Source: an optimization exercise on an open RTL-to-GDS flow (aim: small area and a short achievable clock period). Production flows keep margins and buffers that such runs may drop. At most, simulation tests tie the RTL to the original design; equivalence was not proved. Function not checked in run 2: the RTL went through the layout flow alone. Power and IR drop assume default switching activity.

==> flow/design.v, too long to show whole: its modules and the start of the top module <==
// module welt_rx_flight: 1080 lines
module welt_rx_flight (
    input  wire         clk,
    input  wire         rst,           
    input  wire         cfg_enc,       
    input  wire         in_valid,
    input  wire [255:0] in_data,       
    output reg          s_valid,
    output reg  [2:0]   s_kind,
    output reg          s_fwd,
    output reg          s_hfail,
    output reg          f_valid,
    output reg  [1:0]   f_result,
    output reg          f_crc_ok,
    output reg          f_hdr_ok,
    output reg  [15:0]  f_fseq,
    output wire         f_fill_next,
    output wire [15:0]  f_ack_seq,
    output wire         f_nak,
    output wire [1:0]   f_nak_rpl
);
  // ...
==> flow/flow/run.sh <==
#!/bin/bash
# Layout flow: the standard ORFS flow (standard.sh, unchanged synthesis),
# with ORFS settings passed through the environment:
#  - the port buffers that ORFS inserts on every input and output are
#    sky130_fd_sc_hd__buf_1 instead of ORFS's default pick (clkdlybuf4s50_1);
#  - ORFS's timing repair works to a setup slack margin of SETUP_SLACK_MARGIN ns;
set -euo pipefail
export BUFFER_PORTS_ARGS="-buffer_cell sky130_fd_sc_hd__buf_1"
export SETUP_SLACK_MARGIN=6.5
export POST_RESIZE_TCL="$(pwd)/flow/post_resize.tcl"
bash standard.sh > standard.log 2>&1
==> flow/flow/post_resize.tcl <==
# ORFS hook at the end of the placement-stage repair_design
# (3_4_place_resized), before detailed placement legalizes the cells:
# the slot register d1 drives the wide XOR networks over long wires, so its
# flip-flops get the next drive strength (same cell type, dfxtp_1 -> dfxtp_2).
set n 0
foreach inst [get_cells {d1[*]*}] {
  if {[get_property [get_lib_cells -of_objects $inst] name] == "sky130_fd_sc_hd__dfxtp_1"} {
    replace_cell $inst sky130_fd_sc_hd__dfxtp_2
    incr n
  }
}
puts "post_resize.tcl: resized $n d1 flip-flops to dfxtp_2"
==> flow/standard.sh <==
#!/bin/bash
# synth_recipe.tcl (not shown) runs the flow's synth.tcl, then flattens the netlist and writes it again
# the make line also repeats each setting of config.mk as NAME=value (left out here)
make -C /OpenROAD-flow-scripts/flow DESIGN_CONFIG=/design/flow/config.mk WORK_HOME=/design/flow/orfs CLKGATE_MAP_FILE= SYNTH_SCRIPT=/design/flow/synth_recipe.tcl "${@:-finish}"
==> flow/config.mk <==
export PLATFORM = sky130hd
export DESIGN_NAME = welt_rx_flight
export DESIGN_NICKNAME = welt_rx_flight
export VERILOG_FILES = /design/flow/design.v
export SDC_FILE = /design/flow/constraint.sdc
export NUM_CORES = 4
export LEC_CHECK = 0
export CAP_MARGIN = 20
export CORE_MARGIN = 2
export CORE_UTILIZATION = 50
export SLEW_MARGIN = 20
==> flow/constraint.sdc <==
create_clock -name core_clock -period 10.0 [get_ports {clk}]
set_input_delay 2.0000 -clock core_clock [delete_from_list [all_inputs] [get_ports {clk}]]
set_output_delay 2.0000 -clock core_clock [all_outputs]
set_load 0.01 [all_outputs]
==> impl_summary.log, run 1 <==
[metrics] Horiz. Die Dim: 253 µm
[metrics] endpoint with the worst hold slack: last_rpl[0]
[metrics] number of warnings issued by yosys: 1
[metrics] setup repair after global routing missed its margin: true
[metrics] number of levels in the clock H-tree: 2
[metrics] sw frac: 46.9%
[metrics] post-layout instance area: 35600 µm²
[metrics] area added between synthesis and finish: 15.2%
[metrics] top_reg_cell synth: sky130_fd_sc_hd__dfxtp_1
[metrics] adder-cell area share of the yosys netlist: less than 1%
[metrics] proportion of layout cells with a drive suffix above 1: 15.6%
[metrics] post-synthesis async set-or-reset flop share: 0%
[metrics] detail-routed net length per standard cell: 45.7 µm
[metrics] first-pass iteration count of the detailed router: 7
[metrics] number of primary I/O pins: around 300
[metrics] Most Frequent Cell on Critical Path: sky130_fd_sc_hd__xnor2_1
[metrics] number of nets produced by synthesis: 3271
[metrics] total negative slack: 0 ps
[metrics] Post-synth EDFFs: 48
[metrics] Min-Delay Path Class: reg2reg
[metrics] result of the run: finished clean
[metrics] routed metal-1 wire length: 63.8 mm
[metrics] cells taking the most area after synthesis: sky130_fd_sc_hd__xnor2_1 (42%), sky130_fd_sc_hd__dfxtp_1 (23%), sky130_fd_sc_hd__xor2_1 (11%)
[metrics] number of instances in the placed design: 3993
[metrics] heaviest power group: combinational logic
[metrics] final wirelength: 187 mm
[metrics] Layout non-clock buf frac: 5.14%
[metrics] Site Rows: 91
[metrics] startpoint of the most critical hold path: rpl2[0]
[metrics] count of inserted antenna diode cells: 5
[metrics] top layer reached by signal wires: met5
[metrics] clock root buffer: sky130_fd_sc_hd__clkbuf_16
[metrics] Crit path max-delay family: XOR/XNOR gates
[metrics] # clock sinks: 402
==> run 2: changes to the inputs <==
--- a/flow/design.v
+++ b/flow/design.v
@@ -42,20 +42,21 @@
     reg        hfail_seen;
     reg [15:0] ack_seq;
     reg        nak;
     reg [1:0]  nak_rpl;
     reg [1:0]  last_rpl;    
     reg [4:0]  pos;         
     reg        fill_cur;    
     reg        restart;     
-    reg [31:0] s;           
+    reg [31:0] s_a, s_b;    
+    wire [31:0] s  = s_a ^ s_b;
     wire [31:0] se = restart ? 32'h9a317c73 : s;    
-    wire [31:0] s_next;     
-    wire [15:0] hs;         
+    wire [31:0] s_next_a, s_next_b;
+    wire [15:0] hs_a, hs_b;
     wire t0 = d1[181] ^ d1[240];
     wire t1 = se[2] ^ se[23];
     wire t2 = d1[197] ^ se[1];
     wire t3 = d1[179] ^ d1[195];
     wire t4 = se[19] ^ se[24];
     wire t5 = d1[190] ^ d1[200];
     wire t6 = d1[180] ^ d1[242];
     wire t7 = se[4] ^ se[10];
@@ -886,70 +887,118 @@
     wire t832 = d1[253] ^ t720;
     wire t833 = d1[29] ^ t463;
     wire t834 = d1[69] ^ t752;
     wire t835 = t503 ^ t661;
     wire t836 = se[31] ^ t581;
     wire t837 = t383 ^ t748;
     wire t838 = t406 ^ t594;
     wire t839 = t471 ^ t555;
-    assign s_next[0] = ((((t707 ^ (t279 ^ t376)) ^ ((t449 ^ t593) ^ ((t15 ^ t62) ^ (t75 ^ t116)))) ^ (t512 ^ t839)) ^ (((((t255 ^ (d1[51] ^ d1[75])) ^ ((d1[91] ^ d1[213]) ^ (d1[216] ^ se[14]))) ^ t514) ^ (t556 ^ t576)) ^ ((t711 ^ t774) ^ ((t206 ^ t547) ^ (t608 ^ t616)))));
-    assign s_next[1] = (((t830 ^ (((d1[201] ^ d1[221]) ^ (d1[233] ^ se[29])) ^ t525)) ^ ((t538 ^ t579) ^ (t667 ^ t690))) ^ ((((t219 ^ t387) ^ (t392 ^ t395)) ^ ((t706 ^ t810) ^ ((t198 ^ t324) ^ (t533 ^ (d1[99] ^ d1[190]))))) ^ ((t692 ^ t701) ^ (t724 ^ t799))));
-    assign s_next[2] = ((t755 ^ ((((se[4] ^ t8) ^ (t14 ^ t27)) ^ ((t31 ^ t68) ^ (t117 ^ t139))) ^ t756)) ^ (((((t295 ^ t822) ^ ((d1[98] ^ d1[103]) ^ (d1[181] ^ d1[234]))) ^ t443) ^ (t772 ^ (t399 ^ t412))) ^ (((t499 ^ t807) ^ ((t119 ^ t543) ^ (t796 ^ t819))) ^ t735)));
-    assign s_next[3] = ((((t487 ^ t525) ^ (t628 ^ t712)) ^ ((((d1[141] ^ d1[143]) ^ t175) ^ (t401 ^ t459)) ^ ((t527 ^ t604) ^ (t766 ^ (d1[225] ^ t14))))) ^ ((t708 ^ t811) ^ ((t351 ^ t792) ^ (((t561 ^ (d1[36] ^ d1[104])) ^ t288) ^ (t322 ^ t365)))));
-    assign s_next[4] = ((((t807 ^ ((d1[243] ^ d1[251]) ^ t104)) ^ ((t228 ^ t433) ^ (t530 ^ t781))) ^ (t516 ^ t817)) ^ ((t828 ^ (((t120 ^ t566) ^ ((d1[105] ^ d1[162]) ^ (d1[187] ^ d1[220]))) ^ t514)) ^ ((t799 ^ (t348 ^ t405)) ^ ((t472 ^ t490) ^ (t592 ^ t754)))));
-    assign s_next[5] = ((((t657 ^ t725) ^ (t782 ^ ((d1[188] ^ d1[239]) ^ t183))) ^ (((t193 ^ t195) ^ (t269 ^ t271)) ^ ((t304 ^ t368) ^ (t382 ^ t442)))) ^ ((((t765 ^ (se[28] ^ t39)) ^ ((t561 ^ (d1[34] ^ d1[53])) ^ ((d1[58] ^ d1[93]) ^ (d1[169] ^ d1[175])))) ^ t513) ^ (t761 ^ (t833 ^ (t450 ^ t521)))));
-    assign s_next[6] = ((((t657 ^ t667) ^ (t730 ^ t827)) ^ ((((d1[110] ^ d1[213]) ^ t113) ^ (t313 ^ t373)) ^ ((t414 ^ (se[30] ^ t17)) ^ ((t100 ^ t254) ^ ((d1[4] ^ d1[11]) ^ (d1[44] ^ d1[109])))))) ^ ((t626 ^ (t545 ^ t618)) ^ ((t686 ^ t776) ^ ((t160 ^ t399) ^ (t416 ^ t446)))));
-    assign s_next[7] = ((((t439 ^ t779) ^ (t782 ^ t787)) ^ ((t803 ^ (t152 ^ t260)) ^ (((t53 ^ t64) ^ (t103 ^ t328)) ^ ((t743 ^ (d1[86] ^ d1[101])) ^ ((d1[131] ^ d1[170]) ^ (d1[189] ^ se[29])))))) ^ ((t588 ^ t693) ^ ((t618 ^ t829) ^ ((t330 ^ t377) ^ (t385 ^ t417)))));
-    assign s_next[8] = (((t738 ^ t837) ^ ((t646 ^ t777) ^ ((t171 ^ t179) ^ (t188 ^ t236)))) ^ ((((t260 ^ t437) ^ (t466 ^ t670)) ^ ((t718 ^ (se[5] ^ t38)) ^ ((t44 ^ t45) ^ (t139 ^ t197)))) ^ (t788 ^ (((t349 ^ t364) ^ ((d1[46] ^ d1[140]) ^ (d1[153] ^ se[0]))) ^ t613))));
-    assign s_next[9] = ((((t493 ^ t741) ^ (t789 ^ ((d1[132] ^ d1[225]) ^ t146))) ^ (((t402 ^ (d1[246] ^ t39)) ^ ((t47 ^ t57) ^ (t97 ^ t108))) ^ t723)) ^ ((t804 ^ (((t173 ^ t649) ^ (t694 ^ (d1[0] ^ d1[90]))) ^ t444)) ^ ((t595 ^ t609) ^ (t684 ^ t823))));
-    assign s_next[10] = ((((t742 ^ t780) ^ (((d1[188] ^ se[2]) ^ t105) ^ (t264 ^ t332))) ^ t786) ^ (((((t34 ^ t44) ^ (t47 ^ t407)) ^ ((t430 ^ t441) ^ ((d1[14] ^ d1[40]) ^ (d1[125] ^ d1[157])))) ^ (t504 ^ t556)) ^ ((t699 ^ t750) ^ ((t408 ^ t416) ^ (t499 ^ t564)))));
-    assign s_next[11] = ((((t768 ^ t789) ^ ((t144 ^ t171) ^ (t318 ^ t671))) ^ t735) ^ ((((t781 ^ t810) ^ (t813 ^ (se[18] ^ t259))) ^ (((t311 ^ t321) ^ (t418 ^ t568)) ^ t576)) ^ ((t784 ^ (((d1[3] ^ d1[137]) ^ (d1[164] ^ d1[207])) ^ t176)) ^ ((t388 ^ t420) ^ (t454 ^ t491)))));
-    assign s_next[12] = ((((((d1[25] ^ d1[46]) ^ t126) ^ (t170 ^ t177)) ^ ((t227 ^ t249) ^ (t509 ^ t565))) ^ (t642 ^ t736)) ^ ((t753 ^ ((t687 ^ (d1[187] ^ t49)) ^ t830)) ^ ((((t125 ^ t140) ^ t314) ^ (t322 ^ t355)) ^ ((t564 ^ t716) ^ (t764 ^ t787)))));
-    assign s_next[13] = (((t811 ^ t817) ^ ((((t4 ^ t59) ^ (t97 ^ t363)) ^ t338) ^ (t714 ^ ((t505 ^ (d1[8] ^ d1[30])) ^ t226)))) ^ (t838 ^ (((t360 ^ t652) ^ (t697 ^ t764)) ^ ((((d1[138] ^ se[29]) ^ t271) ^ (t275 ^ t532)) ^ t626))));
-    assign s_next[14] = ((((t672 ^ t763) ^ (t771 ^ t793)) ^ ((t801 ^ (t93 ^ t432)) ^ ((t447 ^ t492) ^ (t509 ^ t650)))) ^ (((((se[14] ^ t43) ^ (t94 ^ t109)) ^ ((t148 ^ t165) ^ (t172 ^ t263))) ^ t723) ^ (t788 ^ (((t312 ^ t611) ^ ((d1[26] ^ d1[119]) ^ (d1[173] ^ d1[252]))) ^ t760))));
-    assign s_next[15] = ((t786 ^ (((t451 ^ t483) ^ (t543 ^ (t17 ^ t84))) ^ t751)) ^ (((((t337 ^ t363) ^ (t529 ^ t598)) ^ t274) ^ (t468 ^ t572)) ^ ((t627 ^ t837) ^ ((((d1[102] ^ d1[150]) ^ (d1[226] ^ se[9])) ^ t305) ^ ((t52 ^ t169) ^ (t276 ^ t382))))));
-    assign s_next[16] = (((t708 ^ t828) ^ ((((t92 ^ t140) ^ (t611 ^ (d1[21] ^ d1[65]))) ^ t572) ^ (t615 ^ t722))) ^ (((t733 ^ t767) ^ ((((d1[115] ^ d1[131]) ^ (d1[153] ^ se[19])) ^ t635) ^ ((t268 ^ t488) ^ (t796 ^ (t22 ^ t75))))) ^ t838));
-    assign s_next[17] = (((t728 ^ t792) ^ ((t316 ^ t521) ^ (t586 ^ ((se[21] ^ se[25]) ^ t128)))) ^ ((((t246 ^ t272) ^ (t520 ^ t671)) ^ (((t139 ^ t165) ^ (t406 ^ t484)) ^ ((t798 ^ t802) ^ ((d1[35] ^ d1[86]) ^ (d1[108] ^ se[15]))))) ^ ((t428 ^ t636) ^ (t675 ^ t711))));
-    assign s_next[18] = ((((t658 ^ t660) ^ (t768 ^ (t55 ^ t105))) ^ (((t243 ^ t382) ^ (t766 ^ (t56 ^ t59))) ^ t539)) ^ ((t693 ^ t715) ^ ((((t123 ^ t649) ^ ((d1[171] ^ d1[173]) ^ (se[16] ^ se[22]))) ^ t683) ^ ((t160 ^ t241) ^ (t435 ^ t600)))));
-    assign s_next[19] = ((((t400 ^ t596) ^ (t659 ^ t660)) ^ ((t703 ^ t707) ^ (t793 ^ (t76 ^ t124)))) ^ ((((t229 ^ t791) ^ ((d1[151] ^ t5) ^ (t61 ^ t90))) ^ (((t161 ^ t254) ^ (t390 ^ t421)) ^ t274)) ^ ((t590 ^ t615) ^ (t829 ^ ((t484 ^ t734) ^ t211)))));
-    assign s_next[20] = ((((t758 ^ t790) ^ (((d1[150] ^ se[13]) ^ t190) ^ (t224 ^ t251))) ^ (((t334 ^ t650) ^ (t818 ^ (se[16] ^ t86))) ^ t797)) ^ ((t834 ^ (((t112 ^ t150) ^ (t303 ^ t315)) ^ t583)) ^ ((t609 ^ t728) ^ (((t721 ^ (d1[78] ^ d1[149])) ^ t331) ^ (t372 ^ t538)))));
-    assign s_next[21] = (((((t262 ^ t394) ^ (t492 ^ (t25 ^ t37))) ^ t512) ^ (t513 ^ t756)) ^ ((t773 ^ (((t112 ^ t161) ^ (t259 ^ t477)) ^ t578)) ^ ((t627 ^ ((t759 ^ (d1[242] ^ se[21])) ^ t472)) ^ ((t573 ^ t769) ^ (t821 ^ (t134 ^ t260))))));
-    assign s_next[22] = ((((t369 ^ t493) ^ (t541 ^ t608)) ^ ((t628 ^ t821) ^ ((t124 ^ t631) ^ ((se[5] ^ t221) ^ (t456 ^ t580))))) ^ ((t753 ^ ((((d1[105] ^ d1[107]) ^ (d1[109] ^ d1[126])) ^ ((d1[158] ^ d1[203]) ^ (d1[254] ^ se[1]))) ^ t685)) ^ ((t719 ^ t760) ^ (t772 ^ (t241 ^ t331)))));
-    assign s_next[23] = ((((t814 ^ ((d1[253] ^ se[24]) ^ t196)) ^ ((t222 ^ t276) ^ (t277 ^ t352))) ^ (((t687 ^ t698) ^ (t710 ^ t826)) ^ (((se[30] ^ t20) ^ (t51 ^ t74)) ^ ((t294 ^ t533) ^ ((d1[1] ^ d1[96]) ^ (d1[145] ^ d1[227])))))) ^ (t836 ^ ((t610 ^ t640) ^ (t709 ^ (t331 ^ t427)))));
-    assign s_next[24] = (((((t688 ^ t820) ^ (t831 ^ (t33 ^ t58))) ^ t516) ^ (t642 ^ t653)) ^ ((t773 ^ t839) ^ ((((t345 ^ t620) ^ (t743 ^ (d1[59] ^ d1[94]))) ^ (((d1[160] ^ d1[180]) ^ (d1[207] ^ se[28])) ^ t323)) ^ ((t438 ^ t519) ^ ((t272 ^ t347) ^ (t383 ^ t398))))));
-    assign s_next[25] = ((((((d1[66] ^ d1[71]) ^ (d1[74] ^ d1[101])) ^ t290) ^ (t697 ^ (t190 ^ t403))) ^ (((t482 ^ t549) ^ (t612 ^ t656)) ^ (((d1[158] ^ t16) ^ (t26 ^ t38)) ^ ((t43 ^ t90) ^ (t106 ^ t300))))) ^ ((t715 ^ t761) ^ ((((t620 ^ t641) ^ (t759 ^ t794)) ^ t231) ^ (t623 ^ t692))));
-    assign s_next[26] = ((((t646 ^ t690) ^ (t705 ^ t739)) ^ ((t780 ^ (t52 ^ t132)) ^ ((t152 ^ t318) ^ (t527 ^ t612)))) ^ ((((t746 ^ (t374 ^ t409)) ^ ((t505 ^ t694) ^ (t809 ^ (d1[42] ^ d1[67])))) ^ t797) ^ ((t709 ^ t776) ^ (t795 ^ (((d1[115] ^ d1[171]) ^ (se[14] ^ se[20])) ^ t256)))));
-    assign s_next[27] = (((t724 ^ (((d1[52] ^ d1[118]) ^ (d1[222] ^ d1[234])) ^ t218)) ^ ((t461 ^ t730) ^ (((se[1] ^ se[21]) ^ t185) ^ (t275 ^ t278)))) ^ ((((t466 ^ t473) ^ (t644 ^ t831)) ^ (((t51 ^ t65) ^ (t150 ^ t429)) ^ t494)) ^ ((t617 ^ t625) ^ (t704 ^ t722))));
-    assign s_next[28] = ((((((d1[122] ^ d1[124]) ^ (d1[176] ^ se[9])) ^ t226) ^ (t547 ^ t548)) ^ ((t703 ^ t712) ^ (t771 ^ (t83 ^ t135)))) ^ ((((t227 ^ t393) ^ (t482 ^ t818)) ^ ((t826 ^ (se[11] ^ t21)) ^ ((t50 ^ t58) ^ (t614 ^ t822)))) ^ (t624 ^ (t740 ^ t783))));
-    assign s_next[29] = ((((t592 ^ t725) ^ ((t113 ^ t219) ^ ((t40 ^ t56) ^ (t136 ^ t258)))) ^ t836) ^ (((((t598 ^ t679) ^ (t702 ^ t770)) ^ (((d1[5] ^ d1[17]) ^ (d1[119] ^ d1[151])) ^ ((d1[208] ^ d1[218]) ^ (d1[219] ^ se[26])))) ^ (t504 ^ t546)) ^ ((t603 ^ t719) ^ ((t309 ^ t322) ^ (t384 ^ t534)))));
-    assign s_next[30] = ((((t431 ^ t541) ^ (t659 ^ t705)) ^ (((t126 ^ t273) ^ (t301 ^ t380)) ^ ((t729 ^ t765) ^ ((t7 ^ t25) ^ (t95 ^ t245))))) ^ ((t664 ^ (((t529 ^ (d1[23] ^ d1[82])) ^ ((d1[100] ^ d1[139]) ^ (d1[229] ^ se[7]))) ^ t425)) ^ ((t545 ^ t704) ^ (t750 ^ (t206 ^ t282)))));
-    assign s_next[31] = ((((((d1[94] ^ d1[155]) ^ (d1[169] ^ d1[247])) ^ t302) ^ (t370 ^ t448)) ^ ((t635 ^ t652) ^ (t803 ^ (t162 ^ t437)))) ^ ((((t528 ^ t698) ^ (t746 ^ (t34 ^ t54))) ^ (((t66 ^ t123) ^ (t220 ^ t341)) ^ ((t422 ^ t637) ^ (t794 ^ (d1[75] ^ d1[88]))))) ^ ((t494 ^ t583) ^ (t595 ^ t619))));
-    assign hs[0] = ((((((d1[98] ^ d1[116]) ^ t207) ^ (t265 ^ t593)) ^ ((t644 ^ t688) ^ (t813 ^ (d1[244] ^ t3)))) ^ t681) ^ (((((t20 ^ t28) ^ (t70 ^ t95)) ^ ((t141 ^ t172) ^ (t220 ^ t339))) ^ (((t802 ^ t809) ^ ((d1[17] ^ d1[32]) ^ (d1[36] ^ d1[90]))) ^ t231)) ^ ((t590 ^ t714) ^ (t744 ^ (t335 ^ t531)))));
-    assign hs[1] = ((((t381 ^ t399) ^ (t445 ^ t531)) ^ ((t739 ^ t805) ^ (t814 ^ (t149 ^ t278)))) ^ ((((t389 ^ t419) ^ (t532 ^ (t107 ^ t138))) ^ (((t245 ^ t568) ^ ((d1[7] ^ d1[105]) ^ (d1[120] ^ d1[173]))) ^ t619)) ^ ((t701 ^ t762) ^ (t774 ^ (((d1[192] ^ d1[209]) ^ (d1[212] ^ d1[235])) ^ t234)))));
-    assign hs[2] = ((((((d1[59] ^ d1[88]) ^ (d1[174] ^ d1[175])) ^ t416) ^ (t579 ^ t672)) ^ ((t769 ^ ((d1[185] ^ d1[227]) ^ t163)) ^ ((t233 ^ t343) ^ (t361 ^ t473)))) ^ ((((t824 ^ (t28 ^ t117)) ^ ((t158 ^ t182) ^ (t375 ^ t702))) ^ t696) ^ (t835 ^ (t732 ^ t740))));
-    assign hs[3] = ((((t658 ^ t669) ^ (t790 ^ (t163 ^ t164))) ^ (((t169 ^ t265) ^ (t604 ^ t656)) ^ (((t0 ^ t33) ^ (t66 ^ t80)) ^ ((t121 ^ t244) ^ (t317 ^ t404))))) ^ (t832 ^ ((t738 ^ t833) ^ ((((d1[19] ^ d1[24]) ^ (d1[89] ^ d1[131])) ^ t232) ^ (t436 ^ t491)))));
-    assign hs[4] = (((((t293 ^ t354) ^ (t413 ^ t483)) ^ ((t528 ^ (d1[217] ^ t24)) ^ ((t721 ^ t757) ^ ((d1[92] ^ d1[112]) ^ (d1[131] ^ d1[140]))))) ^ t681) ^ ((t624 ^ (t457 ^ t636)) ^ ((t683 ^ (t283 ^ t424)) ^ ((t607 ^ t801) ^ (t805 ^ ((d1[143] ^ d1[147]) ^ t273))))));
-    assign hs[5] = ((((((d1[197] ^ d1[211]) ^ t233) ^ (t240 ^ t277)) ^ ((t530 ^ t670) ^ (t729 ^ (d1[254] ^ t30)))) ^ ((((t92 ^ t114) ^ (t148 ^ t187)) ^ ((t238 ^ t641) ^ ((d1[28] ^ d1[39]) ^ (d1[114] ^ d1[193])))) ^ t653)) ^ ((t834 ^ (t546 ^ t633)) ^ ((t654 ^ t825) ^ ((t234 ^ t256) ^ (t616 ^ t716)))));
-    assign hs[6] = ((((t487 ^ t779) ^ (((d1[145] ^ d1[159]) ^ t98) ^ (t367 ^ t520))) ^ (((t820 ^ (t25 ^ t166)) ^ ((t203 ^ t363) ^ (t429 ^ (d1[2] ^ d1[107])))) ^ t800)) ^ ((t806 ^ t835) ^ ((t744 ^ t783) ^ ((t232 ^ t257) ^ (t299 ^ t319)))));
-    assign hs[7] = ((((t381 ^ t519) ^ (t600 ^ t745)) ^ ((t758 ^ ((d1[236] ^ d1[244]) ^ t167)) ^ ((t212 ^ t252) ^ (t423 ^ t437)))) ^ ((((t488 ^ (t9 ^ t29)) ^ ((t80 ^ t89) ^ (t255 ^ t374))) ^ t806) ^ ((((t477 ^ t614) ^ (t798 ^ (d1[14] ^ d1[62]))) ^ t784) ^ ((t283 ^ t305) ^ (t327 ^ t362)))));
-    assign hs[8] = (((((t260 ^ t549) ^ (t819 ^ (t137 ^ (d1[16] ^ d1[120])))) ^ t664) ^ (t800 ^ t804)) ^ (((t426 ^ t460) ^ (t654 ^ t699)) ^ ((t713 ^ t732) ^ ((t310 ^ t816) ^ (((d1[160] ^ d1[201]) ^ t207) ^ (t214 ^ t237))))));
-    assign hs[9] = ((t755 ^ (t588 ^ (((t187 ^ t221) ^ (t325 ^ t566)) ^ t358))) ^ (((t458 ^ t468) ^ (t767 ^ t795)) ^ ((((t757 ^ (d1[15] ^ d1[97])) ^ t248) ^ (t356 ^ t534)) ^ ((t745 ^ t827) ^ (((d1[168] ^ d1[215]) ^ t378) ^ (t452 ^ t791))))));
-    assign hs[10] = ((((t777 ^ t808) ^ (t816 ^ ((d1[167] ^ d1[210]) ^ t146))) ^ (((t152 ^ t223) ^ (t289 ^ t297)) ^ ((t357 ^ t565) ^ ((d1[229] ^ t14) ^ (t36 ^ t87))))) ^ ((t751 ^ (((t182 ^ t770) ^ ((d1[12] ^ d1[78]) ^ (d1[126] ^ d1[159]))) ^ t411)) ^ ((t610 ^ t633) ^ ((t490 ^ t586) ^ (t596 ^ t665)))));
-    assign hs[11] = ((t832 ^ (((t415 ^ t631) ^ ((d1[255] ^ t71) ^ (t79 ^ t235))) ^ t479)) ^ (((((t303 ^ t379) ^ ((d1[94] ^ d1[141]) ^ (d1[164] ^ d1[175]))) ^ t613) ^ (t625 ^ t686)) ^ ((t762 ^ (t455 ^ t476)) ^ ((t548 ^ t665) ^ (((d1[218] ^ d1[241]) ^ t212) ^ (t246 ^ t291))))));
-    assign hs[12] = ((((t607 ^ t754) ^ (t763 ^ (t142 ^ t146))) ^ (((t156 ^ t279) ^ (t318 ^ t371)) ^ ((t680 ^ (t61 ^ t429)) ^ ((t580 ^ (d1[44] ^ d1[60])) ^ ((d1[108] ^ d1[172]) ^ (d1[194] ^ d1[202])))))) ^ ((t479 ^ t736) ^ ((t603 ^ t605) ^ ((t344 ^ t377) ^ (t381 ^ t573)))));
-    assign hs[13] = ((((((d1[95] ^ d1[117]) ^ (d1[160] ^ d1[163])) ^ t440) ^ (t741 ^ t742)) ^ (((t118 ^ t190) ^ (t366 ^ t386)) ^ ((t710 ^ t718) ^ ((d1[171] ^ t32) ^ (t37 ^ t48))))) ^ (((((t78 ^ t109) ^ (t166 ^ t225)) ^ ((t244 ^ t284) ^ (t679 ^ t734))) ^ t696) ^ ((t605 ^ t617) ^ (t675 ^ t685))));
-    assign hs[14] = ((((t346 ^ t377) ^ (t453 ^ t476)) ^ ((((d1[239] ^ d1[249]) ^ t185) ^ (t224 ^ t228)) ^ ((t287 ^ t329) ^ (t336 ^ t353)))) ^ ((((t359 ^ t410) ^ (t706 ^ (t36 ^ t158))) ^ (((t210 ^ t300) ^ (t342 ^ t374)) ^ t733)) ^ ((t823 ^ t825) ^ ((((d1[50] ^ d1[117]) ^ (d1[129] ^ d1[237])) ^ t248) ^ (t257 ^ t288)))));
-    assign hs[15] = ((((((d1[98] ^ d1[118]) ^ (d1[191] ^ d1[251])) ^ t309) ^ (t669 ^ t808)) ^ (((t280 ^ t434) ^ (t680 ^ t824)) ^ (((t60 ^ t72) ^ (t73 ^ t79)) ^ ((t82 ^ t94) ^ (t99 ^ t125))))) ^ ((t539 ^ (((t350 ^ t637) ^ ((d1[8] ^ d1[34]) ^ (d1[40] ^ d1[82]))) ^ t578)) ^ ((t623 ^ t640) ^ (t684 ^ t713))));
+    assign s_next_a[0] = (((t707 ^ (t279 ^ t376)) ^ ((t449 ^ t593) ^ ((t15 ^ t62) ^ (t75 ^ t116)))) ^ (t512 ^ t839));
+    assign s_next_b[0] = (((((t255 ^ (d1[51] ^ d1[75])) ^ ((d1[91] ^ d1[213]) ^ (d1[216] ^ se[14]))) ^ t514) ^ (t556 ^ t576)) ^ ((t711 ^ t774) ^ ((t206 ^ t547) ^ (t608 ^ t616))));
+    assign s_next_a[1] = ((t830 ^ (((d1[201] ^ d1[221]) ^ (d1[233] ^ se[29])) ^ t525)) ^ ((t538 ^ t579) ^ (t667 ^ t690)));
+    assign s_next_b[1] = ((((t219 ^ t387) ^ (t392 ^ t395)) ^ ((t706 ^ t810) ^ ((t198 ^ t324) ^ (t533 ^ (d1[99] ^ d1[190]))))) ^ ((t692 ^ t701) ^ (t724 ^ t799)));
+    assign s_next_a[2] = (t755 ^ ((((se[4] ^ t8) ^ (t14 ^ t27)) ^ ((t31 ^ t68) ^ (t117 ^ t139))) ^ t756));
+    assign s_next_b[2] = (((((t295 ^ t822) ^ ((d1[98] ^ d1[103]) ^ (d1[181] ^ d1[234]))) ^ t443) ^ (t772 ^ (t399 ^ t412))) ^ (((t499 ^ t807) ^ ((t119 ^ t543) ^ (t796 ^ t819))) ^ t735));
+    assign s_next_a[3] = (((t487 ^ t525) ^ (t628 ^ t712)) ^ ((((d1[141] ^ d1[143]) ^ t175) ^ (t401 ^ t459)) ^ ((t527 ^ t604) ^ (t766 ^ (d1[225] ^ t14)))));
+    assign s_next_b[3] = ((t708 ^ t811) ^ ((t351 ^ t792) ^ (((t561 ^ (d1[36] ^ d1[104])) ^ t288) ^ (t322 ^ t365))));
+    assign s_next_a[4] = (((t807 ^ ((d1[243] ^ d1[251]) ^ t104)) ^ ((t228 ^ t433) ^ (t530 ^ t781))) ^ (t516 ^ t817));
+    assign s_next_b[4] = ((t828 ^ (((t120 ^ t566) ^ ((d1[105] ^ d1[162]) ^ (d1[187] ^ d1[220]))) ^ t514)) ^ ((t799 ^ (t348 ^ t405)) ^ ((t472 ^ t490) ^ (t592 ^ t754))));
+    assign s_next_a[5] = (((t657 ^ t725) ^ (t782 ^ ((d1[188] ^ d1[239]) ^ t183))) ^ (((t193 ^ t195) ^ (t269 ^ t271)) ^ ((t304 ^ t368) ^ (t382 ^ t442))));
+    assign s_next_b[5] = ((((t765 ^ (se[28] ^ t39)) ^ ((t561 ^ (d1[34] ^ d1[53])) ^ ((d1[58] ^ d1[93]) ^ (d1[169] ^ d1[175])))) ^ t513) ^ (t761 ^ (t833 ^ (t450 ^ t521))));
+    assign s_next_a[6] = (((t657 ^ t667) ^ (t730 ^ t827)) ^ ((((d1[110] ^ d1[213]) ^ t113) ^ (t313 ^ t373)) ^ ((t414 ^ (se[30] ^ t17)) ^ ((t100 ^ t254) ^ ((d1[4] ^ d1[11]) ^ (d1[44] ^ d1[109]))))));
+    assign s_next_b[6] = ((t626 ^ (t545 ^ t618)) ^ ((t686 ^ t776) ^ ((t160 ^ t399) ^ (t416 ^ t446))));
+    assign s_next_a[7] = (((t439 ^ t779) ^ (t782 ^ t787)) ^ ((t803 ^ (t152 ^ t260)) ^ (((t53 ^ t64) ^ (t103 ^ t328)) ^ ((t743 ^ (d1[86] ^ d1[101])) ^ ((d1[131] ^ d1[170]) ^ (d1[189] ^ se[29]))))));
+    assign s_next_b[7] = ((t588 ^ t693) ^ ((t618 ^ t829) ^ ((t330 ^ t377) ^ (t385 ^ t417))));
+    assign s_next_a[8] = ((t738 ^ t837) ^ ((t646 ^ t777) ^ ((t171 ^ t179) ^ (t188 ^ t236))));
+    assign s_next_b[8] = ((((t260 ^ t437) ^ (t466 ^ t670)) ^ ((t718 ^ (se[5] ^ t38)) ^ ((t44 ^ t45) ^ (t139 ^ t197)))) ^ (t788 ^ (((t349 ^ t364) ^ ((d1[46] ^ d1[140]) ^ (d1[153] ^ se[0]))) ^ t613)));
+    assign s_next_a[9] = (((t493 ^ t741) ^ (t789 ^ ((d1[132] ^ d1[225]) ^ t146))) ^ (((t402 ^ (d1[246] ^ t39)) ^ ((t47 ^ t57) ^ (t97 ^ t108))) ^ t723));
+    assign s_next_b[9] = ((t804 ^ (((t173 ^ t649) ^ (t694 ^ (d1[0] ^ d1[90]))) ^ t444)) ^ ((t595 ^ t609) ^ (t684 ^ t823)));
+    assign s_next_a[10] = (((t742 ^ t780) ^ (((d1[188] ^ se[2]) ^ t105) ^ (t264 ^ t332))) ^ t786);
+    assign s_next_b[10] = (((((t34 ^ t44) ^ (t47 ^ t407)) ^ ((t430 ^ t441) ^ ((d1[14] ^ d1[40]) ^ (d1[125] ^ d1[157])))) ^ (t504 ^ t556)) ^ ((t699 ^ t750) ^ ((t408 ^ t416) ^ (t499 ^ t564))));
+    assign s_next_a[11] = (((t768 ^ t789) ^ ((t144 ^ t171) ^ (t318 ^ t671))) ^ t735);
+    assign s_next_b[11] = ((((t781 ^ t810) ^ (t813 ^ (se[18] ^ t259))) ^ (((t311 ^ t321) ^ (t418 ^ t568)) ^ t576)) ^ ((t784 ^ (((d1[3] ^ d1[137]) ^ (d1[164] ^ d1[207])) ^ t176)) ^ ((t388 ^ t420) ^ (t454 ^ t491))));
+    assign s_next_a[12] = (((((d1[25] ^ d1[46]) ^ t126) ^ (t170 ^ t177)) ^ ((t227 ^ t249) ^ (t509 ^ t565))) ^ (t642 ^ t736));
+    assign s_next_b[12] = ((t753 ^ ((t687 ^ (d1[187] ^ t49)) ^ t830)) ^ ((((t125 ^ t140) ^ t314) ^ (t322 ^ t355)) ^ ((t564 ^ t716) ^ (t764 ^ t787))));
+    assign s_next_a[13] = ((t811 ^ t817) ^ ((((t4 ^ t59) ^ (t97 ^ t363)) ^ t338) ^ (t714 ^ ((t505 ^ (d1[8] ^ d1[30])) ^ t226))));
+    assign s_next_b[13] = (t838 ^ (((t360 ^ t652) ^ (t697 ^ t764)) ^ ((((d1[138] ^ se[29]) ^ t271) ^ (t275 ^ t532)) ^ t626)));
+    assign s_next_a[14] = (((t672 ^ t763) ^ (t771 ^ t793)) ^ ((t801 ^ (t93 ^ t432)) ^ ((t447 ^ t492) ^ (t509 ^ t650))));
+    assign s_next_b[14] = (((((se[14] ^ t43) ^ (t94 ^ t109)) ^ ((t148 ^ t165) ^ (t172 ^ t263))) ^ t723) ^ (t788 ^ (((t312 ^ t611) ^ ((d1[26] ^ d1[119]) ^ (d1[173] ^ d1[252]))) ^ t760)));
+    assign s_next_a[15] = (t786 ^ (((t451 ^ t483) ^ (t543 ^ (t17 ^ t84))) ^ t751));
+    assign s_next_b[15] = (((((t337 ^ t363) ^ (t529 ^ t598)) ^ t274) ^ (t468 ^ t572)) ^ ((t627 ^ t837) ^ ((((d1[102] ^ d1[150]) ^ (d1[226] ^ se[9])) ^ t305) ^ ((t52 ^ t169) ^ (t276 ^ t382)))));
+    assign s_next_a[16] = ((t708 ^ t828) ^ ((((t92 ^ t140) ^ (t611 ^ (d1[21] ^ d1[65]))) ^ t572) ^ (t615 ^ t722)));
+    assign s_next_b[16] = (((t733 ^ t767) ^ ((((d1[115] ^ d1[131]) ^ (d1[153] ^ se[19])) ^ t635) ^ ((t268 ^ t488) ^ (t796 ^ (t22 ^ t75))))) ^ t838);
+    assign s_next_a[17] = ((t728 ^ t792) ^ ((t316 ^ t521) ^ (t586 ^ ((se[21] ^ se[25]) ^ t128))));
+    assign s_next_b[17] = ((((t246 ^ t272) ^ (t520 ^ t671)) ^ (((t139 ^ t165) ^ (t406 ^ t484)) ^ ((t798 ^ t802) ^ ((d1[35] ^ d1[86]) ^ (d1[108] ^ se[15]))))) ^ ((t428 ^ t636) ^ (t675 ^ t711)));
+    assign s_next_a[18] = (((t658 ^ t660) ^ (t768 ^ (t55 ^ t105))) ^ (((t243 ^ t382) ^ (t766 ^ (t56 ^ t59))) ^ t539));
+    assign s_next_b[18] = ((t693 ^ t715) ^ ((((t123 ^ t649) ^ ((d1[171] ^ d1[173]) ^ (se[16] ^ se[22]))) ^ t683) ^ ((t160 ^ t241) ^ (t435 ^ t600))));
+    assign s_next_a[19] = (((t400 ^ t596) ^ (t659 ^ t660)) ^ ((t703 ^ t707) ^ (t793 ^ (t76 ^ t124))));
+    assign s_next_b[19] = ((((t229 ^ t791) ^ ((d1[151] ^ t5) ^ (t61 ^ t90))) ^ (((t161 ^ t254) ^ (t390 ^ t421)) ^ t274)) ^ ((t590 ^ t615) ^ (t829 ^ ((t484 ^ t734) ^ t211))));
+    assign s_next_a[20] = (((t758 ^ t790) ^ (((d1[150] ^ se[13]) ^ t190) ^ (t224 ^ t251))) ^ (((t334 ^ t650) ^ (t818 ^ (se[16] ^ t86))) ^ t797));
+    assign s_next_b[20] = ((t834 ^ (((t112 ^ t150) ^ (t303 ^ t315)) ^ t583)) ^ ((t609 ^ t728) ^ (((t721 ^ (d1[78] ^ d1[149])) ^ t331) ^ (t372 ^ t538))));
+    assign s_next_a[21] = ((((t262 ^ t394) ^ (t492 ^ (t25 ^ t37))) ^ t512) ^ (t513 ^ t756));
+    assign s_next_b[21] = ((t773 ^ (((t112 ^ t161) ^ (t259 ^ t477)) ^ t578)) ^ ((t627 ^ ((t759 ^ (d1[242] ^ se[21])) ^ t472)) ^ ((t573 ^ t769) ^ (t821 ^ (t134 ^ t260)))));
+    assign s_next_a[22] = (((t369 ^ t493) ^ (t541 ^ t608)) ^ ((t628 ^ t821) ^ ((t124 ^ t631) ^ ((se[5] ^ t221) ^ (t456 ^ t580)))));
+    assign s_next_b[22] = ((t753 ^ ((((d1[105] ^ d1[107]) ^ (d1[109] ^ d1[126])) ^ ((d1[158] ^ d1[203]) ^ (d1[254] ^ se[1]))) ^ t685)) ^ ((t719 ^ t760) ^ (t772 ^ (t241 ^ t331))));
+    assign s_next_a[23] = (((t814 ^ ((d1[253] ^ se[24]) ^ t196)) ^ ((t222 ^ t276) ^ (t277 ^ t352))) ^ (((t687 ^ t698) ^ (t710 ^ t826)) ^ (((se[30] ^ t20) ^ (t51 ^ t74)) ^ ((t294 ^ t533) ^ ((d1[1] ^ d1[96]) ^ (d1[145] ^ d1[227]))))));
+    assign s_next_b[23] = (t836 ^ ((t610 ^ t640) ^ (t709 ^ (t331 ^ t427))));
+    assign s_next_a[24] = ((((t688 ^ t820) ^ (t831 ^ (t33 ^ t58))) ^ t516) ^ (t642 ^ t653));
+    assign s_next_b[24] = ((t773 ^ t839) ^ ((((t345 ^ t620) ^ (t743 ^ (d1[59] ^ d1[94]))) ^ (((d1[160] ^ d1[180]) ^ (d1[207] ^ se[28])) ^ t323)) ^ ((t438 ^ t519) ^ ((t272 ^ t347) ^ (t383 ^ t398)))));
+    assign s_next_a[25] = (((((d1[66] ^ d1[71]) ^ (d1[74] ^ d1[101])) ^ t290) ^ (t697 ^ (t190 ^ t403))) ^ (((t482 ^ t549) ^ (t612 ^ t656)) ^ (((d1[158] ^ t16) ^ (t26 ^ t38)) ^ ((t43 ^ t90) ^ (t106 ^ t300)))));
+    assign s_next_b[25] = ((t715 ^ t761) ^ ((((t620 ^ t641) ^ (t759 ^ t794)) ^ t231) ^ (t623 ^ t692)));
+    assign s_next_a[26] = (((t646 ^ t690) ^ (t705 ^ t739)) ^ ((t780 ^ (t52 ^ t132)) ^ ((t152 ^ t318) ^ (t527 ^ t612))));
+    assign s_next_b[26] = ((((t746 ^ (t374 ^ t409)) ^ ((t505 ^ t694) ^ (t809 ^ (d1[42] ^ d1[67])))) ^ t797) ^ ((t709 ^ t776) ^ (t795 ^ (((d1[115] ^ d1[171]) ^ (se[14] ^ se[20])) ^ t256))));
+    assign s_next_a[27] = ((t724 ^ (((d1[52] ^ d1[118]) ^ (d1[222] ^ d1[234])) ^ t218)) ^ ((t461 ^ t730) ^ (((se[1] ^ se[21]) ^ t185) ^ (t275 ^ t278))));
+    assign s_next_b[27] = ((((t466 ^ t473) ^ (t644 ^ t831)) ^ (((t51 ^ t65) ^ (t150 ^ t429)) ^ t494)) ^ ((t617 ^ t625) ^ (t704 ^ t722)));
+    assign s_next_a[28] = (((((d1[122] ^ d1[124]) ^ (d1[176] ^ se[9])) ^ t226) ^ (t547 ^ t548)) ^ ((t703 ^ t712) ^ (t771 ^ (t83 ^ t135))));
+    assign s_next_b[28] = ((((t227 ^ t393) ^ (t482 ^ t818)) ^ ((t826 ^ (se[11] ^ t21)) ^ ((t50 ^ t58) ^ (t614 ^ t822)))) ^ (t624 ^ (t740 ^ t783)));
+    assign s_next_a[29] = (((t592 ^ t725) ^ ((t113 ^ t219) ^ ((t40 ^ t56) ^ (t136 ^ t258)))) ^ t836);
+    assign s_next_b[29] = (((((t598 ^ t679) ^ (t702 ^ t770)) ^ (((d1[5] ^ d1[17]) ^ (d1[119] ^ d1[151])) ^ ((d1[208] ^ d1[218]) ^ (d1[219] ^ se[26])))) ^ (t504 ^ t546)) ^ ((t603 ^ t719) ^ ((t309 ^ t322) ^ (t384 ^ t534))));
+    assign s_next_a[30] = (((t431 ^ t541) ^ (t659 ^ t705)) ^ (((t126 ^ t273) ^ (t301 ^ t380)) ^ ((t729 ^ t765) ^ ((t7 ^ t25) ^ (t95 ^ t245)))));
+    assign s_next_b[30] = ((t664 ^ (((t529 ^ (d1[23] ^ d1[82])) ^ ((d1[100] ^ d1[139]) ^ (d1[229] ^ se[7]))) ^ t425)) ^ ((t545 ^ t704) ^ (t750 ^ (t206 ^ t282))));
+    assign s_next_a[31] = (((((d1[94] ^ d1[155]) ^ (d1[169] ^ d1[247])) ^ t302) ^ (t370 ^ t448)) ^ ((t635 ^ t652) ^ (t803 ^ (t162 ^ t437))));
+    assign s_next_b[31] = ((((t528 ^ t698) ^ (t746 ^ (t34 ^ t54))) ^ (((t66 ^ t123) ^ (t220 ^ t341)) ^ ((t422 ^ t637) ^ (t794 ^ (d1[75] ^ d1[88]))))) ^ ((t494 ^ t583) ^ (t595 ^ t619)));
+    assign hs_a[0] = (((((d1[98] ^ d1[116]) ^ t207) ^ (t265 ^ t593)) ^ ((t644 ^ t688) ^ (t813 ^ (d1[244] ^ t3)))) ^ t681);
+    assign hs_b[0] = (((((t20 ^ t28) ^ (t70 ^ t95)) ^ ((t141 ^ t172) ^ (t220 ^ t339))) ^ (((t802 ^ t809) ^ ((d1[17] ^ d1[32]) ^ (d1[36] ^ d1[90]))) ^ t231)) ^ ((t590 ^ t714) ^ (t744 ^ (t335 ^ t531))));
+    assign hs_a[1] = (((t381 ^ t399) ^ (t445 ^ t531)) ^ ((t739 ^ t805) ^ (t814 ^ (t149 ^ t278))));
+    assign hs_b[1] = ((((t389 ^ t419) ^ (t532 ^ (t107 ^ t138))) ^ (((t245 ^ t568) ^ ((d1[7] ^ d1[105]) ^ (d1[120] ^ d1[173]))) ^ t619)) ^ ((t701 ^ t762) ^ (t774 ^ (((d1[192] ^ d1[209]) ^ (d1[212] ^ d1[235])) ^ t234))));
+    assign hs_a[2] = (((((d1[59] ^ d1[88]) ^ (d1[174] ^ d1[175])) ^ t416) ^ (t579 ^ t672)) ^ ((t769 ^ ((d1[185] ^ d1[227]) ^ t163)) ^ ((t233 ^ t343) ^ (t361 ^ t473))));
+    assign hs_b[2] = ((((t824 ^ (t28 ^ t117)) ^ ((t158 ^ t182) ^ (t375 ^ t702))) ^ t696) ^ (t835 ^ (t732 ^ t740)));
+    assign hs_a[3] = (((t658 ^ t669) ^ (t790 ^ (t163 ^ t164))) ^ (((t169 ^ t265) ^ (t604 ^ t656)) ^ (((t0 ^ t33) ^ (t66 ^ t80)) ^ ((t121 ^ t244) ^ (t317 ^ t404)))));
+    assign hs_b[3] = (t832 ^ ((t738 ^ t833) ^ ((((d1[19] ^ d1[24]) ^ (d1[89] ^ d1[131])) ^ t232) ^ (t436 ^ t491))));
+    assign hs_a[4] = ((((t293 ^ t354) ^ (t413 ^ t483)) ^ ((t528 ^ (d1[217] ^ t24)) ^ ((t721 ^ t757) ^ ((d1[92] ^ d1[112]) ^ (d1[131] ^ d1[140]))))) ^ t681);
+    assign hs_b[4] = ((t624 ^ (t457 ^ t636)) ^ ((t683 ^ (t283 ^ t424)) ^ ((t607 ^ t801) ^ (t805 ^ ((d1[143] ^ d1[147]) ^ t273)))));
+    assign hs_a[5] = (((((d1[197] ^ d1[211]) ^ t233) ^ (t240 ^ t277)) ^ ((t530 ^ t670) ^ (t729 ^ (d1[254] ^ t30)))) ^ ((((t92 ^ t114) ^ (t148 ^ t187)) ^ ((t238 ^ t641) ^ ((d1[28] ^ d1[39]) ^ (d1[114] ^ d1[193])))) ^ t653));
+    assign hs_b[5] = ((t834 ^ (t546 ^ t633)) ^ ((t654 ^ t825) ^ ((t234 ^ t256) ^ (t616 ^ t716))));
+    assign hs_a[6] = (((t487 ^ t779) ^ (((d1[145] ^ d1[159]) ^ t98) ^ (t367 ^ t520))) ^ (((t820 ^ (t25 ^ t166)) ^ ((t203 ^ t363) ^ (t429 ^ (d1[2] ^ d1[107])))) ^ t800));
+    assign hs_b[6] = ((t806 ^ t835) ^ ((t744 ^ t783) ^ ((t232 ^ t257) ^ (t299 ^ t319))));
+    assign hs_a[7] = (((t381 ^ t519) ^ (t600 ^ t745)) ^ ((t758 ^ ((d1[236] ^ d1[244]) ^ t167)) ^ ((t212 ^ t252) ^ (t423 ^ t437))));
+    assign hs_b[7] = ((((t488 ^ (t9 ^ t29)) ^ ((t80 ^ t89) ^ (t255 ^ t374))) ^ t806) ^ ((((t477 ^ t614) ^ (t798 ^ (d1[14] ^ d1[62]))) ^ t784) ^ ((t283 ^ t305) ^ (t327 ^ t362))));
+    assign hs_a[8] = ((((t260 ^ t549) ^ (t819 ^ (t137 ^ (d1[16] ^ d1[120])))) ^ t664) ^ (t800 ^ t804));
+    assign hs_b[8] = (((t426 ^ t460) ^ (t654 ^ t699)) ^ ((t713 ^ t732) ^ ((t310 ^ t816) ^ (((d1[160] ^ d1[201]) ^ t207) ^ (t214 ^ t237)))));
+    assign hs_a[9] = (t755 ^ (t588 ^ (((t187 ^ t221) ^ (t325 ^ t566)) ^ t358)));
+    assign hs_b[9] = (((t458 ^ t468) ^ (t767 ^ t795)) ^ ((((t757 ^ (d1[15] ^ d1[97])) ^ t248) ^ (t356 ^ t534)) ^ ((t745 ^ t827) ^ (((d1[168] ^ d1[215]) ^ t378) ^ (t452 ^ t791)))));
+    assign hs_a[10] = (((t777 ^ t808) ^ (t816 ^ ((d1[167] ^ d1[210]) ^ t146))) ^ (((t152 ^ t223) ^ (t289 ^ t297)) ^ ((t357 ^ t565) ^ ((d1[229] ^ t14) ^ (t36 ^ t87)))));
+    assign hs_b[10] = ((t751 ^ (((t182 ^ t770) ^ ((d1[12] ^ d1[78]) ^ (d1[126] ^ d1[159]))) ^ t411)) ^ ((t610 ^ t633) ^ ((t490 ^ t586) ^ (t596 ^ t665))));
+    assign hs_a[11] = (t832 ^ (((t415 ^ t631) ^ ((d1[255] ^ t71) ^ (t79 ^ t235))) ^ t479));
+    assign hs_b[11] = (((((t303 ^ t379) ^ ((d1[94] ^ d1[141]) ^ (d1[164] ^ d1[175]))) ^ t613) ^ (t625 ^ t686)) ^ ((t762 ^ (t455 ^ t476)) ^ ((t548 ^ t665) ^ (((d1[218] ^ d1[241]) ^ t212) ^ (t246 ^ t291)))));
+    assign hs_a[12] = (((t607 ^ t754) ^ (t763 ^ (t142 ^ t146))) ^ (((t156 ^ t279) ^ (t318 ^ t371)) ^ ((t680 ^ (t61 ^ t429)) ^ ((t580 ^ (d1[44] ^ d1[60])) ^ ((d1[108] ^ d1[172]) ^ (d1[194] ^ d1[202]))))));
+    assign hs_b[12] = ((t479 ^ t736) ^ ((t603 ^ t605) ^ ((t344 ^ t377) ^ (t381 ^ t573))));
+    assign hs_a[13] = (((((d1[95] ^ d1[117]) ^ (d1[160] ^ d1[163])) ^ t440) ^ (t741 ^ t742)) ^ (((t118 ^ t190) ^ (t366 ^ t386)) ^ ((t710 ^ t718) ^ ((d1[171] ^ t32) ^ (t37 ^ t48)))));
+    assign hs_b[13] = (((((t78 ^ t109) ^ (t166 ^ t225)) ^ ((t244 ^ t284) ^ (t679 ^ t734))) ^ t696) ^ ((t605 ^ t617) ^ (t675 ^ t685)));
+    assign hs_a[14] = (((t346 ^ t377) ^ (t453 ^ t476)) ^ ((((d1[239] ^ d1[249]) ^ t185) ^ (t224 ^ t228)) ^ ((t287 ^ t329) ^ (t336 ^ t353))));
+    assign hs_b[14] = ((((t359 ^ t410) ^ (t706 ^ (t36 ^ t158))) ^ (((t210 ^ t300) ^ (t342 ^ t374)) ^ t733)) ^ ((t823 ^ t825) ^ ((((d1[50] ^ d1[117]) ^ (d1[129] ^ d1[237])) ^ t248) ^ (t257 ^ t288))));
+    assign hs_a[15] = (((((d1[98] ^ d1[118]) ^ (d1[191] ^ d1[251])) ^ t309) ^ (t669 ^ t808)) ^ (((t280 ^ t434) ^ (t680 ^ t824)) ^ (((t60 ^ t72) ^ (t73 ^ t79)) ^ ((t82 ^ t94) ^ (t99 ^ t125)))));
+    assign hs_b[15] = ((t539 ^ (((t350 ^ t637) ^ ((d1[8] ^ d1[34]) ^ (d1[40] ^ d1[82]))) ^ t578)) ^ ((t623 ^ t640) ^ (t684 ^ t713)));
     wire is_seal = (pos == 5'd31);
     wire is_fill = (pos == 5'd0) && fill_cur;
     wire is_tag  = (pos == 5'd30) && cfg_enc;
     reg        v2;
     reg        seal2, fill2, tag2;
-    reg [15:0] hs2;         
+    reg [15:0] hs2_a, hs2_b;   
     reg [8:0]  len2;        
     reg        empty2;      
     reg        link2;       
     reg        lenz2;       
     reg        lenover2;    
     reg        eq0_2;       
     reg        acc2;        
     reg [1:0]  rpl2;        
@@ -964,38 +1013,40 @@
             fill_cur <= 1'b0;
             restart  <= 1'b1;
             v2       <= 1'b0;
         end else begin
             v2 <= v1;
             if (v1) begin
                 pos     <= pos + 5'd1;
                 restart <= is_seal || is_fill;
-                s       <= s_next;
+                s_a     <= s_next_a;
+                s_b     <= s_next_b;
                 if (is_seal) begin
                     fill_cur <= d1[35];
                     f_fseq   <= d_fseq;
                 end
             end
         end
         seal2  <= is_seal;
         fill2  <= is_fill;
         tag2   <= is_tag;
-        hs2    <= hs ^ 16'ha53d;
+        hs2_a  <= hs_a ^ 16'ha53d;
+        hs2_b  <= hs_b;
         len2   <= d1[21:13];
         rpl2     <= d_rpl;
         empty2   <= d_empty;
         link2    <= (d1[10:0] == 11'h7FF);
         lenz2    <= (d1[21:13] == 9'd0);
         lenover2 <= (d1[21:13] > MAX_LEN);
         eq0_2    <= (d_fseq == ack_seq);
         acc2     <= d_acc;
     end
     wire [8:0]  hdr_len  = len2;
-    wire        hbad2    = (hs2 != 16'd0);
+    wire        hbad2    = (hs2_a != hs2_b);
     reg [2:0] kind;
     always @* begin
         if (seal2)              kind = K_SEAL;
         else if (fill2)         kind = K_FILL;
         else if (tag2)          kind = K_TAG;
         else if (rem_nz)        kind = K_DATA;
         else if (link2)         kind = K_LINK;
         else                    kind = K_HEADER;
==> flow/flow/run.sh (replaced) <==
#!/bin/bash
# Layout flow: the standard ORFS flow (standard.sh, unchanged synthesis),
# with two ORFS settings passed through the environment:
#  - the port buffers that ORFS inserts on every input and output are
#    sky130_fd_sc_hd__buf_1 instead of ORFS's default pick (clkdlybuf4s50_1);
set -euo pipefail
export BUFFER_PORTS_ARGS="-buffer_cell sky130_fd_sc_hd__buf_1"
export SETUP_SLACK_MARGIN=6.5
bash standard.sh > standard.log 2>&1
removed: flow/flow/post_resize.tcl
==> impl_summary.log, run 2 <==
[metrics] post-synthesis async set-or-reset flop share: 0% (unchanged)
[metrics] Tmin final: 3800 ps (was 4230 ps)
[metrics] Post-synth EDFFs: 80 (was 48)
[metrics] number of levels in the clock H-tree: 2 (unchanged)
[metrics] largest net degree at the start of global routing: 65 (was 75)
[metrics] number of flip-flops and latches in the synthesized netlist: 450 (was 402)
[metrics] Most Frequent Cell on Critical Path: sky130_fd_sc_hd__xnor2_1 (unchanged)
[metrics] final wirelength: 188 mm (was 187 mm)
[metrics] leakage dissipation: 12.7 nW (was 13.1 nW)
[metrics] post-layout instance area: 36600 µm² (was 35600 µm²)
[metrics] number of cells on the worst reg-to-reg path: 7 (was 8)
[metrics] 1st-iter DRT viols: 5117 (was 5015)
[metrics] proportion of layout cells with a drive suffix above 1: 8.04% (was 15.6%)
[metrics] Max Cap Viol: 0 (unchanged)
[metrics] number of primary I/O pins: 307 (unchanged)
[metrics] vias in the first global route: 24900 (was 24100)
[metrics] Hold-fix buffers, CTS: 0 (unchanged)
[metrics] number of distinct library cells after synthesis: 55 (was 52)
[metrics] adder-cell area share of the yosys netlist: 0.271% (was 0.283%)
[metrics] cells taking the most area after synthesis: sky130_fd_sc_hd__xnor2_1 (43%), sky130_fd_sc_hd__dfxtp_1 (23%), sky130_fd_sc_hd__xor2_1 (11%) (was sky130_fd_sc_hd__xnor2_1 (42%), sky130_fd_sc_hd__dfxtp_1 (23%), sky130_fd_sc_hd__xor2_1 (11%))
[metrics] Placed Instance Area: 34500 µm² (was 33500 µm²)
[metrics] Horiz. Die Dim: 258 µm (was 253 µm)
[metrics] PortBufs: 306 (unchanged)
[metrics] sum of overflow across all layers after global routing: 0 (unchanged)
[metrics] flip-flop count of the largest register after layout: 256 (unchanged)
[metrics] Worst-Margin Slew: 1320 ps (was 1410 ps)
[metrics] vias per inst: 6.19 (was 6.41)
[metrics] Largest Register: d1 (unchanged)
[metrics] Reg clk slew, reported paths: 60 ps (about the same)
[metrics] number of nets produced by synthesis: 3335 (was 3271)
[metrics] Clock Skew: 23.6 ps (was 41.1 ps)
[metrics] fraction of synthesized cell area in xor and xnor cells: 61.6% (was 63.2%)
[metrics] CORE AREA: 64100 µm² (was 61500 µm²)
[metrics] count of inserted antenna diode cells: 0 (was 5)
[metrics] first-pass iteration count of the detailed router: 8 (was 7)
[metrics] number of hold violations in the final report: 0 (unchanged)
[metrics] area fraction of the dominant cell type after synthesis: 43.4% (was 41.7%)
[metrics] area added between synthesis and finish: 13.4% (was 15.2%)
[metrics] most common cell after layout, fill and taps aside: sky130_fd_sc_hd__xnor2_1 (unchanged)
[metrics] dpl hpwl: 155 mm (was 154 mm)
[metrics] total negative slack: 0 ps (unchanged)
[metrics] Post-Synthesis Mean Instance Area: 10.5 µm² (was 10.3 µm²)
[metrics] post-synthesis compound-gate area fraction: 1.31% (was 1.77%)
[metrics] detail-routed net length per standard cell: 44.3 µm (was 45.7 µm)
[metrics] Max Fanout on Critical Path: 3 (was 7)
[metrics] sequential element share of the synthesized area: 30.4% (was 27.6%)
[metrics] weighted congestion at the end of routability-driven global placement: 1.32 (was 1.34)
[metrics] Crit. End Element: flip-flop (unchanged)
[metrics] PnR Total Power: 13.2 mW (was 13.7 mW)
[metrics] die height: 258 µm (was 253 µm)
[metrics] effective utilization at floorplan: 50.4% (was 50.3%)
[metrics] Critical-path top delay cell: sky130_fd_sc_hd__dfxtp_1 (was sky130_fd_sc_hd__xnor2_1)
[metrics] relative slew slack: 11.3% (was 5.25%)
[metrics] number of cells on the critical path: 7 (was 8)
[metrics] Crit path max-delay family: XOR/XNOR gates (unchanged)
[metrics] Yosys top cell by area: sky130_fd_sc_hd__xnor2_1 (unchanged)
[metrics] number of clock buffers inserted by TritonCTS: 50 (was 46)
[metrics] result of the run: finished clean (unchanged)
[metrics] clock root buffer: sky130_fd_sc_hd__clkbuf_16 (unchanged)
[metrics] number of buffer and inverter instances along the worst setup path: 0 (was 1)
[metrics] Critical Path AT: 4140 ps (was 4610 ps)
[metrics] main combinational cell family by area after synthesis: XOR/XNOR gates (unchanged)
[metrics] Gate Count Post-Synth: 3068 (was 3004)
[metrics] top_reg_cell synth: sky130_fd_sc_hd__dfxtp_1 (unchanged)
[metrics] largest stage delay on the critical path: 870 ps (was 1100 ps)
[metrics] cells along the critical path: xnor2_1, xor2_1, xor2_1, xnor2_1, xnor2_1, xnor2_1, xnor2_1 (was buf_4, xor2_4, xnor3_1, xnor2_1, xnor2_2, xnor2_1, xnor2_1, xnor2_1)
[metrics] cell types with the highest counts after synthesis: sky130_fd_sc_hd__xnor2_1 (1600), sky130_fd_sc_hd__xor2_1 (418), sky130_fd_sc_hd__dfxtp_1 (370) (was sky130_fd_sc_hd__xnor2_1 (1475), sky130_fd_sc_hd__xor2_1 (391), sky130_fd_sc_hd__dfxtp_1 (354))
[metrics] category of the critical setup timing path: reg2reg (unchanged)
[metrics] number of warnings issued by yosys: 1 (unchanged)
[metrics] number of antenna violations at the first check in global routing: 6 (was 7)
[metrics] commonest cells after routing, fill and taps aside: sky130_fd_sc_hd__xnor2_1 (1554), sky130_fd_sc_hd__xor2_1 (404), sky130_fd_sc_hd__dfxtp_1 (363) (was sky130_fd_sc_hd__xnor2_1 (1414), sky130_fd_sc_hd__xor2_1 (381), sky130_fd_sc_hd__buf_1 (305))
[metrics] TritonCTS clock tree: yes (unchanged)
[metrics] # clock sinks: 450 (was 402)
[metrics] number of buffers on the longest clock path: 3 (unchanged)
[metrics] wire length of the first global-routing pass: 238 mm (was 236 mm)
[metrics] most repeated cell in the gate-level netlist after synthesis: sky130_fd_sc_hd__xnor2_1 (unchanged)
[metrics] Min-Delay Path Class: reg2reg (unchanged)
[metrics] r2r setup slk: 6200 ps (was 5770 ps)
[metrics] startpoint kind of the worst setup timing path: flip-flop (unchanged)
[metrics] max-slew violations: 0 (unchanged)
[metrics] fraction of the cycle the final worst path needs: 38.0% (was 42.3%)
[metrics] post-synthesis instance area: 32300 µm² (was 30900 µm²)
[metrics] Regs by FF count: d1 (256), s_a (32), s_b (32) (was d1 (256), s (32))
[metrics] final setup vio count: 0 (unchanged)
[metrics] fmax: 0.263 GHz (was 0.236 GHz)
[metrics] VDD IR-drop max: 0.170 mV (was 0.183 mV)
[metrics] clock latency of the later-clocked register in the worst-skew pair: 640 ps (was 660 ps)
[metrics] Final ANT Viol Nets: 0 (unchanged)
[metrics] setup repair after global routing missed its margin: true (unchanged)
[metrics] global-route total usage across every layer: 55.2% (was 57.7%)
[metrics] PwrDens: 362 nW/µm² (was 384 nW/µm²)
[metrics] post-detailed-route DRC marker count: 0 (unchanged)
[metrics] depth of the worst hold-timing path: 1 (was 2)
[metrics] portion of netlist area occupied by mux cells: 0.868% (was 0.299%)
[metrics] total number of vias: 26200 (about the same)
[metrics] required time of the worst setup path: 10340 ps (was 10380 ps)
[metrics] Site Rows: 93 (was 91)
[metrics] die area: 66600 µm² (was 63900 µm²)
[metrics] fin nets: 3608 (was 3519)
[metrics] post-synthesis share of cell area spent on and, or, nand and nor gates: 3.23% (was 4.41%)
run 2: per-stage QoR:
| stage | utilization, % | worst slack [ps] | hold WS (ps) | std cells |
|---|---|---|---|---|
| after global placement | 53.7 | 6110 | 420 | 4141 |
| final | 57.1 | 6200 | 449 | 4236 |
| after floorplan | - | 6130 | 326 | 3068 |
| after detailed placement | 53.7 | 6260 | 434 | 4141 |
| after global routing | 57.1 | 6420 | 463 | 4236 |
| after CTS | 56.4 | 6420 | 448 | 4233 |
run 2: what timing repair did:
item	in CTS	in global routing
endpoints found under the setup margin	44	30
setup buffers	0	0
resized for setup	21	35
run 2: power breakdown:
group          switching [mW]  internal [mW]
sequential              0.364           2.41
combinational            5.06           3.56
clock                   0.825           1.01
total                    6.25           6.99
run 2: logic make-up after synthesis:
| kind of cell | count (synthesis) |
|---|---|
| XOR/XNOR | 2123 |
| adder cells (fa/ha/maj) | 7 |
| AO/OA/AOI/OAI | 62 |
| flip-flops | 450 |
| multiplexers | 28 |
| buffers and inverters | 183 |
| AND/OR/NAND/NOR | 215 |
run 2: area by class of cell:
cell class                 count  area [µm²]
clock buffer                  67        1380
clock inverter                25         229
fill                        5635       27500
inverter                      19        71.3
multi-input combinational   2435       22300
sequential                   450        9820
tap                          855        1070
timing repair buffer         385        1760
run 2: per-layer routing:
metal	part of all wire, %	track usage, %	wire length [µm]	vias to the layer above
li1	-	-	-	10100
met1	34	62.4	63900	12500
met2	37	72.6	70000	2774
met3	17	32.6	32100	914
met4	11	47.8	21400	18
met5	0.21	3.35	392	-
run 2: worst register-to-register path, cell delays in order (launching register included):
cell and delay [ps]:
sky130_fd_sc_hd__dfxtp_1 870, sky130_fd_sc_hd__xnor2_1 350, sky130_fd_sc_hd__xor2_1 400, sky130_fd_sc_hd__xor2_1 590, sky130_fd_sc_hd__xnor2_1 200, sky130_fd_sc_hd__xnor2_1 170
sky130_fd_sc_hd__xnor2_1 710, sky130_fd_sc_hd__xnor2_1 220
run 2: worst paths after layout:
path                    from       end
setup reg to reg     d1[113]   s_a[23]
setup / recovery     d1[113]   s_a[23]
hold reg to reg   hfail_seen  f_hdr_ok
hold / removal    hfail_seen  f_hdr_ok

==> re-timing with driven ports <==
The results above use ideal ports. As a check the final layouts listed here were re-extracted and re-timed, cells and wires unchanged.
Step 1: set_driving_cell puts a clkbuf_16 on clk and a buf_2 on each other input, an assumption about the parent block.
Step 2 moves the port delays by t, midway between the first and last clock arrival at a register: inputs arrive t later, outputs are due t later. That takes back most of the time a late clock gives input paths.
Slacks: no drivers / after step 1 / after step 2; pairs: no drivers / after step 1.
| run | t (ns) | setup slack, ns | latest minus earliest clock arrival (ns) | worst slew at a driven data input, ns | pins driven straight from the clock port |
|---|---|---|---|---|---|
| run 1 | 0.708 | 5.768 / 5.768 / 5.768 | 0.043 / 0.044 | 0.06 | 1 |
| run 2 | 0.700 | 6.200 / 6.200 / 6.200 | 0.023 / 0.023 | 0.07 | 1 |
After both steps every run listed still meets setup and hold.
